This design comes from an exercise in tuning for small area, a short achievable clock period and few clock cycles per item on the open sky130 flow, not from production work.
For this run, only the layout was checked, not whether the RTL still works.

==> flow/design.v <==
module flow_hash (
    input  wire         clk,
    input  wire         rst,
    input  wire         req_valid,
    output wire         req_ready,
    input  wire [319:0] req_key,
    input  wire [5:0]   req_len,
    input  wire [127:0] req_seed,
    input  wire [23:0]  req_nbuckets,
    output wire         resp_valid,
    input  wire         resp_ready,
    output wire [63:0]  resp_hash,
    output wire [23:0]  resp_bucket1,
    output wire [23:0]  resp_bucket2
);
    localparam integer DIV_BITS  = 4;                        
    localparam integer DIV_STEPS = (32 + DIV_BITS - 1) / DIV_BITS;
    function [63:0] rotl(input [63:0] x, input integer b);
        rotl = (x << b) | (x >> (64 - b));
    endfunction
    wire [2:0] last_blk = req_len[5:3];
    function [63:0] msg_word(input [2:0] j, input [319:0] k, input [5:0] l);
        integer b;
        reg [63:0] w;
        begin
            case (j)
                3'd0: w = k[63:0];
                3'd1: w = k[127:64];
                3'd2: w = k[191:128];
                3'd3: w = k[255:192];
                3'd4: w = k[319:256];
                default: w = 64'd0;
            endcase
            if (j == l[5:3]) begin
                for (b = 0; b < 7; b = b + 1)
                    if (b >= l[2:0]) w[8*b +: 8] = 8'd0;
                w[63:56] = {2'b00, l};
            end
            msg_word = w;
        end
    endfunction
    reg         busy;        
    reg  [2:0]  blk;         
    reg         second;      
    reg         fin;         
    reg  [1:0]  fcnt;        
    reg  [63:0] v0, v1, v2, v3;
    wire [63:0] m_cur  = msg_word(blk, req_key, req_len);
    wire [63:0] m_next = msg_word(busy ? blk + 3'd1 : 3'd0, req_key, req_len);
    wire [63:0] a0 = v0 + v1;
    wire [63:0] b1 = rotl(v1, 13) ^ a0;
    wire [63:0] a2 = v2 + v3;
    wire [63:0] b3 = rotl(v3, 16) ^ a2;
    wire [63:0] c0 = rotl(a0, 32) + b3;             
    wire [63:0] c3 = rotl(b3, 21) ^ c0;             
    wire [63:0] c2 = a2 + b1;
    wire [63:0] c1 = rotl(b1, 17) ^ c2;             
    wire [63:0] n2 = rotl(c2, 32);                  
    wire [63:0] hash = c2 ^ n2 ^ rotl(b1, 17) ^ rotl(b3, 21);
    wire blk_end  = busy && !fin && second;
    wire last_end = blk_end && (blk == last_blk);
    wire done     = busy && fin && (fcnt == 2'd3);
    reg  [63:0] hash_r;
    reg  [23:0] nb;
    reg  [23:0] rem_lo, rem_hi;
    reg  [3:0]  dcnt;        
    reg         rvalid;
    wire slot_free = (dcnt == 4'd0) && (!rvalid || resp_ready);
    assign req_ready = done && slot_free;
    wire [4:0] rounds_to_done = {1'b0, last_blk, 1'b0} + 5'd6;
    wire       start = !busy && req_valid && ({1'b0, dcnt} <= rounds_to_done);
    always @(posedge clk) begin
        if (rst) begin
            busy <= 1'b0;
        end else if (start) begin
            busy   <= 1'b1;
            blk    <= 3'd0;
            second <= 1'b0;
            fin    <= 1'b0;
            fcnt   <= 2'd0;
        end else if (busy) begin
            second <= ~second;
            if (fin)
                fcnt <= fcnt + 2'd1;
            if (blk_end) begin
                blk <= blk + 3'd1;
                if (last_end)
                    fin <= 1'b1;
            end
            if (done)
                busy <= 1'b0;
        end
    end
    always @(posedge clk) begin
        if (start) begin
            v0 <= req_seed[63:0]   ^ 64'h736F6D6570736575;
            v1 <= req_seed[127:64] ^ 64'h646F72616E646F6D;
            v2 <= req_seed[63:0]   ^ 64'h6C7967656E657261;
            v3 <= req_seed[127:64] ^ 64'h7465646279746573 ^ m_next;
        end else begin
            v0 <= c0 ^ (blk_end ? m_cur : 64'd0);
            v1 <= c1;
            v2 <= n2 ^ (last_end ? 64'hFF : 64'd0);
            v3 <= c3 ^ ((blk_end && !last_end) ? m_next : 64'd0);
        end
    end
    reg [23:0] r_lo, r_hi;
    reg [24:0] t_lo, t_hi;
    reg [25:0] d_lo, d_hi;
    reg [DIV_STEPS*DIV_BITS-1:0] x_lo, x_hi;
    integer k;
    always @(*) begin
        x_lo = hash_r[31:0];
        x_hi = hash_r[63:32];
        r_lo = rem_lo;
        r_hi = rem_hi;
        for (k = 0; k < DIV_BITS; k = k + 1) begin
            t_lo = {r_lo, x_lo[(dcnt - 1) * DIV_BITS + DIV_BITS - 1 - k]};
            t_hi = {r_hi, x_hi[(dcnt - 1) * DIV_BITS + DIV_BITS - 1 - k]};
            d_lo = {1'b0, t_lo} - {2'b00, nb};
            d_hi = {1'b0, t_hi} - {2'b00, nb};
            r_lo = d_lo[25] ? t_lo[23:0] : d_lo[23:0];
            r_hi = d_hi[25] ? t_hi[23:0] : d_hi[23:0];
        end
    end
    always @(posedge clk) begin
        if (rst) begin
            dcnt   <= 4'd0;
            rvalid <= 1'b0;
        end else begin
            if (req_ready && req_valid) begin
                hash_r <= hash;
                nb     <= req_nbuckets;
                rem_lo <= 24'd0;
                rem_hi <= 24'd0;
                dcnt   <= DIV_STEPS;
                rvalid <= 1'b0;
            end else if (dcnt != 4'd0) begin
                rem_lo <= r_lo;
                rem_hi <= r_hi;
                dcnt   <= dcnt - 4'd1;
                if (dcnt == 4'd1)
                    rvalid <= 1'b1;
            end else if (rvalid && resp_ready) begin
                rvalid <= 1'b0;
            end
        end
    end
    assign resp_valid   = rvalid;
    assign resp_hash    = hash_r;
    assign resp_bucket1 = rem_lo;
    assign resp_bucket2 = (rem_hi == rem_lo) ? (rem_lo ^ 24'd1) : rem_hi;
endmodule
==> flow/run.sh <==
#!/bin/bash
# synth_recipe.tcl (not shown) runs the flow's synth.tcl, then flattens the netlist and writes it again
# the make line also repeats each setting of config.mk as NAME=value (left out here)
make -C /OpenROAD-flow-scripts/flow DESIGN_CONFIG=/design/flow/config.mk WORK_HOME=/design/flow/orfs CLKGATE_MAP_FILE= SYNTH_SCRIPT=/design/flow/synth_recipe.tcl finish
==> flow/config.mk <==
export PLATFORM = sky130hd
export DESIGN_NAME = flow_hash
export DESIGN_NICKNAME = flow_hash
export VERILOG_FILES = /design/flow/design.v
export SDC_FILE = /design/flow/constraint.sdc
export NUM_CORES = 4
export LEC_CHECK = 0
export CAP_MARGIN = 30
export CORE_MARGIN = 2
export CORE_UTILIZATION = 40
export SLEW_MARGIN = 30
==> flow/constraint.sdc <==
create_clock -name core_clock -period 12.0 [get_ports {clk}]
set_input_delay 2.4000 -clock core_clock [delete_from_list [all_inputs] [get_ports {clk}]]
set_output_delay 2.4000 -clock core_clock [all_outputs]
set_load 0.01 [all_outputs]
==> impl_metrics.toml <==
[route]
drc_errors = 0
topRoutingLayerUsed = "met5"
wl_per_cell_um = 37.4
wl_met1_um = 112000
wl_met3_um = 38900
dr.first_iter.drc_count = 8074
dr.pass1.iters = 13
finalWirelength_um = 314000
vias = 54800
ant_nets = 0
wl_met2_um = 128000
vias_per_cell = 6.53

[sta]
max-slew-margin-rel = 0.178
hold_violations = 0
finClkSkew_ps = 56.8
fmax_mhz = 86.5
setup_viol = 0
drv_slew = 0
min_period_ps = 11560
whs_ps = 563
worst_pin_slew_ps = 1230
fin_crit_sh = 0.963
setup_slack_ps = 441

[layout]
area_growth_pct = 28.0
fin_area_mm2 = 0.0614
final_cell_mix = "595 x clkdlybuf4s50_1, 586 x xnor2_1, 533 x a21oi_1"
nNetsFinal = 7691
mostFrequentLayoutCell = "clkdlybuf4s50_1"
layout-drive-gt1-share = 0.135

[clocking]
cts_sinks = 405
cts.htree.levels = 2
clock_path_buffers = 3
cts.clk_slew.worst_paths_ps = 60
numCtsBuffers = 53
tritoncts = "yes"
clkLatencyLatePin_ps = 740
hold_buffers = 0
root_buffer = "clkbuf_16"

[synthesis]
synth_edf_count = 143
syn_inst = 5876
async_flop_share = 0
syn_avg_cell_area_um2 = 8.16
synthFlopType = "dfxtp_1"
synth-seq-cells = 405
seq_area_frac_synth = 0.199
synth.yosys.warnings = 1
yosys.cell_types.count = 108
synth.cell_area_mm2 = 0.0479
synth_nets = 6826

[place]
place_congestion = 1.22
place_ws_ps = -377
dpl.hpwl_um = 265000
portBuffers = 595
placed_cell_area_mm2 = 0.0586

[critical_path]
crit_buf_inv = 9
r2r_end = "rem_lo[0]"
crit_required_ps = 12550
start_kind = "flop"
crit_path_max_incr_delay_ps = 390
critPathKind = "reg2reg"
ff2ff_setup_slack_ps = 440
crit_family = "compound AO/OA/AOI/OAI gates"
end_kind = "flop"
slowest_stage = "fa_2"
cp_common_cell = "a21oi_2"
worstPathArrival_ps = 12110
reg2reg_depth = 60
cp_max_fo = 8
worstReg2RegStart = "dcnt[0]"

[job]
drv_cap = 0

[hold_path]
hp-class = "reg2reg"
holdPathStages = 1
min_to = "second"
hold_start = "second"

[global_route]
track_usage = 0.492
grt_max_degree = 146
antenna_found_initial = 24
gr-total-overflow = 0
first_global_vias = 51300
grt_pass1_wl_um = 414000

[floorplanning]
start_util = 0.405
std_cell_rows = 126
core_mm2 = 0.118
fp.dieH_um = 350
die_area_mm2 = 0.123
io_pins = 596
die_w_um = 350

[outcome]
status = "timing/DRC/antenna clean"
[per-stage QoR]
stage,TNS (ps),cells,utilization
finish,0,8395,0.518
global placement,-2730,8255,0.493
CTS,0,8353,0.511
global route,-1220,8385,0.518
floorplan,0,5876,-
detailed placement,-8530,8255,0.495
[flip-flops by register name (all words and copies together), names as in the netlist, 4 cells and up]
register  count
dcnt          4
nb           24
rem_lo       24
v3           64
rem_hi       24
hash_r       64
v2           64
v1           64
v0           64
[layer usage]
layer  vias up  GRT usage
met4        20      0.447
li1      23300          -
met3      1196      0.172
met1     26200      0.562
met2      4053      0.722
met5         -          0
[Yosys cell counts (76+ instances only)]
library cell	number	area, um^2
mux2_2	127	1430
edfxtp_1	143	4290
a222oi_1	98	981
xor2_1	421	3690
nand3_1	117	586
a21oi_1	548	2740
a22oi_1	127	953
o21ai_0	305	1530
ha_1	456	5710
a21o_1	289	2170
clkbuf_1	221	830
nor2_1	438	1640
nor3_1	76	380
a31oi_1	80	500
dfxtp_1	262	5250
nand2_1	445	1670
o21a_1	78	586
inv_1	176	661
xnor2_1	603	5280
[cell families (layout without fill, tap and decap cells)]
kind of cell / count (synthesis) / count (layout) / synth area share
compound gates: 1960 / 1960 / 0.273
simple gates: 1390 / 1390 / 0.132
xor+xnor: 1034 / 1034 / 0.191
fa+ha+maj: 468 / 468 / 0.124
buf+inv: 440 / 1347 / 0.0365
flops: 405 / 405 / 0.199
mux: 179 / 179 / 0.0438
other cells: 0 / 12 / 0
[final cells by class]
cell class / instances / area (um^2)
inverters: 176 / 668
flip-flops and latches: 405 / 9540
fillers: 11200 / 57000
clock inverters: 29 / 328
well taps: 1600 / 2000
clock buffers: 68 / 1450
multi-input cells: 5031 / 37600
diodes: 12 / 30.0
repair buffers: 1074 / 9750
[repair_timing]
action	in CTS	in global routing
cloned	0	5
setup buffers	1	23
endpoints found under the setup margin	48	48
pin swaps	9	55
gates resized for setup	20	96
[how the worst max path moves through the flow]
stage,startpoint,endpoint,slack [ps],cells past startpoint
6_report,dcnt[0],rem_lo[0],440,60
4_1_cts,dcnt[0],rem_hi[0],1,60
3_5_place_dp,dcnt[1],rem_lo[21],-380,60
5_1_grt,dcnt[0],rem_lo[0],-90,60
3_3_place_gp,dcnt[1],rem_lo[0],-230,60
2_1_floorplan,dcnt[0],rem_hi[1],10,59

port drivers added, routing unchanged:
In the flow no input, the clock included, has a driving cell. The finished layout below was timed again as built, in two steps. Step 1: set_driving_cell puts a clkbuf_16 on clk and a buf_2 on each other input, an assumption about the parent block. Step 2 adds t to the input delays and takes it off the output delays; t is the mean of the earliest and latest rising clock arrival at the registers after step 1. Input paths then give back, and output paths get back, about the clock's delay inside the block. a / b / c = ideal ports / drivers / drivers and shift; a / b = the first two.
t, ns: 0.793
setup slack, ns: 0.441 / 0.441 / 0.441
worst hold slack (ns): 0.563 / 0.563 / 0.563
worst data-port slew with drivers (ns): 0.27
pins driven straight from the clock port: 1
After both steps this run still meets setup and hold. For this run, drivers alone change the setup slack by 0.000 ns; drivers and shift together by 0.000 ns.
